Background: an optimization exercise with open tools, aiming at small area, a short achievable clock period and few clock cycles. Do not read the settings as production practice. Function was checked by simulation only, so behaviour that the tests miss may differ from the original.

## dig_ctx
module dig_ctx (
  input             clk,
  input             rst,           
  input             open_valid,    
  input      [2:0]  open_alg,      
  input             rel,           
  input             exp_we,        
  input      [2:0]  exp_idx,
  input      [31:0] exp_data,
  input             in_valid,      
  input      [31:0] in_data,
  input             in_last,
  input      [2:0]  in_nbytes,     
  output            in_ready,
  output reg [1:0]  open_resp,     
  output            ctx_busy,
  output            ctx_finished,
  output reg        equal,
  output reg        no_expected,
  output reg [15:0] not_equal_cnt
);
  localparam [1:0] RESP_NONE = 2'd0, RESP_OK = 2'd1, RESP_BUSY = 2'd2, RESP_BAD = 2'd3;
  localparam [2:0] S_FREE = 3'd0,   
                   S_PRO  = 3'd1,   
                   S_RUN  = 3'd2,   
                   S_CMP  = 3'd3,   
                   S_FIN  = 3'd4,   
                   S_WAIT = 3'd5;   
  localparam [255:0] IV = {32'h6a09e667, 32'hbb67ae85, 32'h3c6ef372, 32'ha54ff53a,
  ...
For scale: ~8,200 cells after synthesis, roughly 1,400 flip-flops.
export LEC_CHECK = 0
export CAP_MARGIN = 20
export CORE_MARGIN = 2
export CORE_UTILIZATION = 40
export PLACE_DENSITY = 0.6
export SETUP_SLACK_MARGIN = 5
export SLEW_MARGIN = 20
export TNS_END_PERCENT = 5
create_clock -name core_clock -period 10.0 [get_ports {clk}]
standard.sh (not shown) runs the stock make flow with config.mk's settings and CLKGATE_MAP_FILE= SYNTH_SCRIPT=/design/flow/synth_recipe.tcl, a recipe that flattens the netlist after the stock synthesis.
==> flow/flow/run.sh <==
#!/bin/bash
# Own flow: the standard layout (standard.sh) with one change in synthesis:
# the ABC mapping runs yosys's fast delay-driven script with a 3 ns target
# (abc -fast -D 3000) instead of ORFS's abc_speed script. Everything else,
# including the registers Yosys infers, is the standard flow.
# Logs: flow.log (make and OpenROAD output) and ORFS's own logs under orfs/logs.
set -euo pipefail
here=$(pwd)

# ORFS's synth.tcl with only its abc call changed
sed 's|log_cmd abc {\*}\$abc_args|log_cmd abc {*}[lrange $abc_args 2 end] -fast -D 3000|' \
  "$FLOW_HOME/scripts/synth.tcl" > "$here/synth_fast.tcl"
grep -q 'lrange $abc_args 2 end\] -fast -D 3000' "$here/synth_fast.tcl"

# The standard flow's synthesis script, sourcing that copy
sed "s|source \$::env(SCRIPTS_DIR)/synth.tcl|source $here/synth_fast.tcl|" \
  "$here/synth_recipe.tcl" > "$here/synth_own.tcl"
grep -q "source $here/synth_fast.tcl" "$here/synth_own.tcl"

# The standard flow's layout command, with that synthesis script
sed "s|SYNTH_SCRIPT=[^ ]*synth_recipe.tcl|SYNTH_SCRIPT=$here/synth_own.tcl|" \
  "$here/standard.sh" > "$here/standard_own.sh"
grep -q "SYNTH_SCRIPT=$here/synth_own.tcl" "$here/standard_own.sh"

bash "$here/standard_own.sh" > "$here/flow.log" 2>&1
The baseline ran to the end with no violations.
Testbench counts at the start, summed over its fixed seeds: cycles 91,116.
Rerun with:
Settings changed: TNS_END_PERCENT 5 to not set.
=>
- synthesized area does not change
- first-iteration DRC count decreases by about 3%
- critical path depth increases by 21
- utilization increases by 0.41 points
- via count stays flat
- global-route usage decreases by 0.11 points
- clock-buffer cell count increases by 11

========
## run B
dig_ctx, a different RTL version from the one above (not shown whole).
Size: roughly 6,500 cells after synthesis, ~1,400 flip-flops.
export LEC_CHECK = 0
export CAP_MARGIN = 20
export CORE_MARGIN = 2
export CORE_UTILIZATION = 40
export PLACE_DENSITY = 0.6
export SETUP_SLACK_MARGIN = 4
export SLEW_MARGIN = 20
create_clock -name core_clock -period 10.0 [get_ports {clk}]
run.sh (not shown) runs the stock make flow with config.mk's settings and CLKGATE_MAP_FILE= SYNTH_SCRIPT=/design/flow/synth_recipe.tcl, a recipe that flattens the netlist after the stock synthesis.
Stock flow here: none of the scripts above is used.
Testbench counts of run B, summed over its fixed seeds: cycles 91,266.
Input changes introduced in run A (baseline for comparison: run B):
# run B
export LEC_CHECK = 0
export CAP_MARGIN = 20
export CORE_MARGIN = 2
export CORE_UTILIZATION = 40
export PLACE_DENSITY = 0.6
export SETUP_SLACK_MARGIN = 4
export SLEW_MARGIN = 20
create_clock -name core_clock -period 10.0 [get_ports {clk}]
# run A
export LEC_CHECK = 0
export CAP_MARGIN = 20
export CORE_MARGIN = 2
export CORE_UTILIZATION = 40
export PLACE_DENSITY = 0.6
export SETUP_SLACK_MARGIN = 5
export SLEW_MARGIN = 20
create_clock -name core_clock -period 10.0 [get_ports {clk}]
==> comparison <==
Run A vs run B, startpoint of the most critical setup path: a[24]$_SDFFCE_PP0P_ vs w[14][28]$_DFFE_PP_
Going from run B to run A, the global-route usage was found to have gone up by 0.73 points.
After detailed routing, run B needs less wire than run A.
Post-layout worst setup margin: run A better than run B

-- separate check: timing with driven ports --
The results above use ideal ports. As a check the final layouts listed here were re-extracted and re-timed, cells and wires unchanged.
Step 1: set_driving_cell puts a clkbuf_16 on clk and a buf_2 on each other input, an assumption about the parent block.
Step 2 adds t to the input delays and takes it off the output delays; t is the mean of the earliest and latest rising clock arrival at the registers after step 1. Input paths then give back, and output paths get back, about the clock's delay inside the block.
Three values: no drivers, after step 1, after step 2; two values: the first two.
run	t (ns)	slack for setup (ns)	latest minus earliest clock arrival (ns)
the first run of note 1	0.890	4.981 / 4.921 / 4.063	0.079 / 0.078
the second run of note 1	0.872	4.859 / 4.859 / 4.263	0.044 / 0.044
run B	0.907	4.134 / 4.134 / 3.349	0.062 / 0.062
run A	0.904	4.777 / 4.777 / 4.275	0.058 / 0.058
After both steps setup and hold are still met in every run listed. The setup slack of the first run of note 1, which loses most, moves by -0.060 ns with the drivers and by -0.918 ns with both steps.
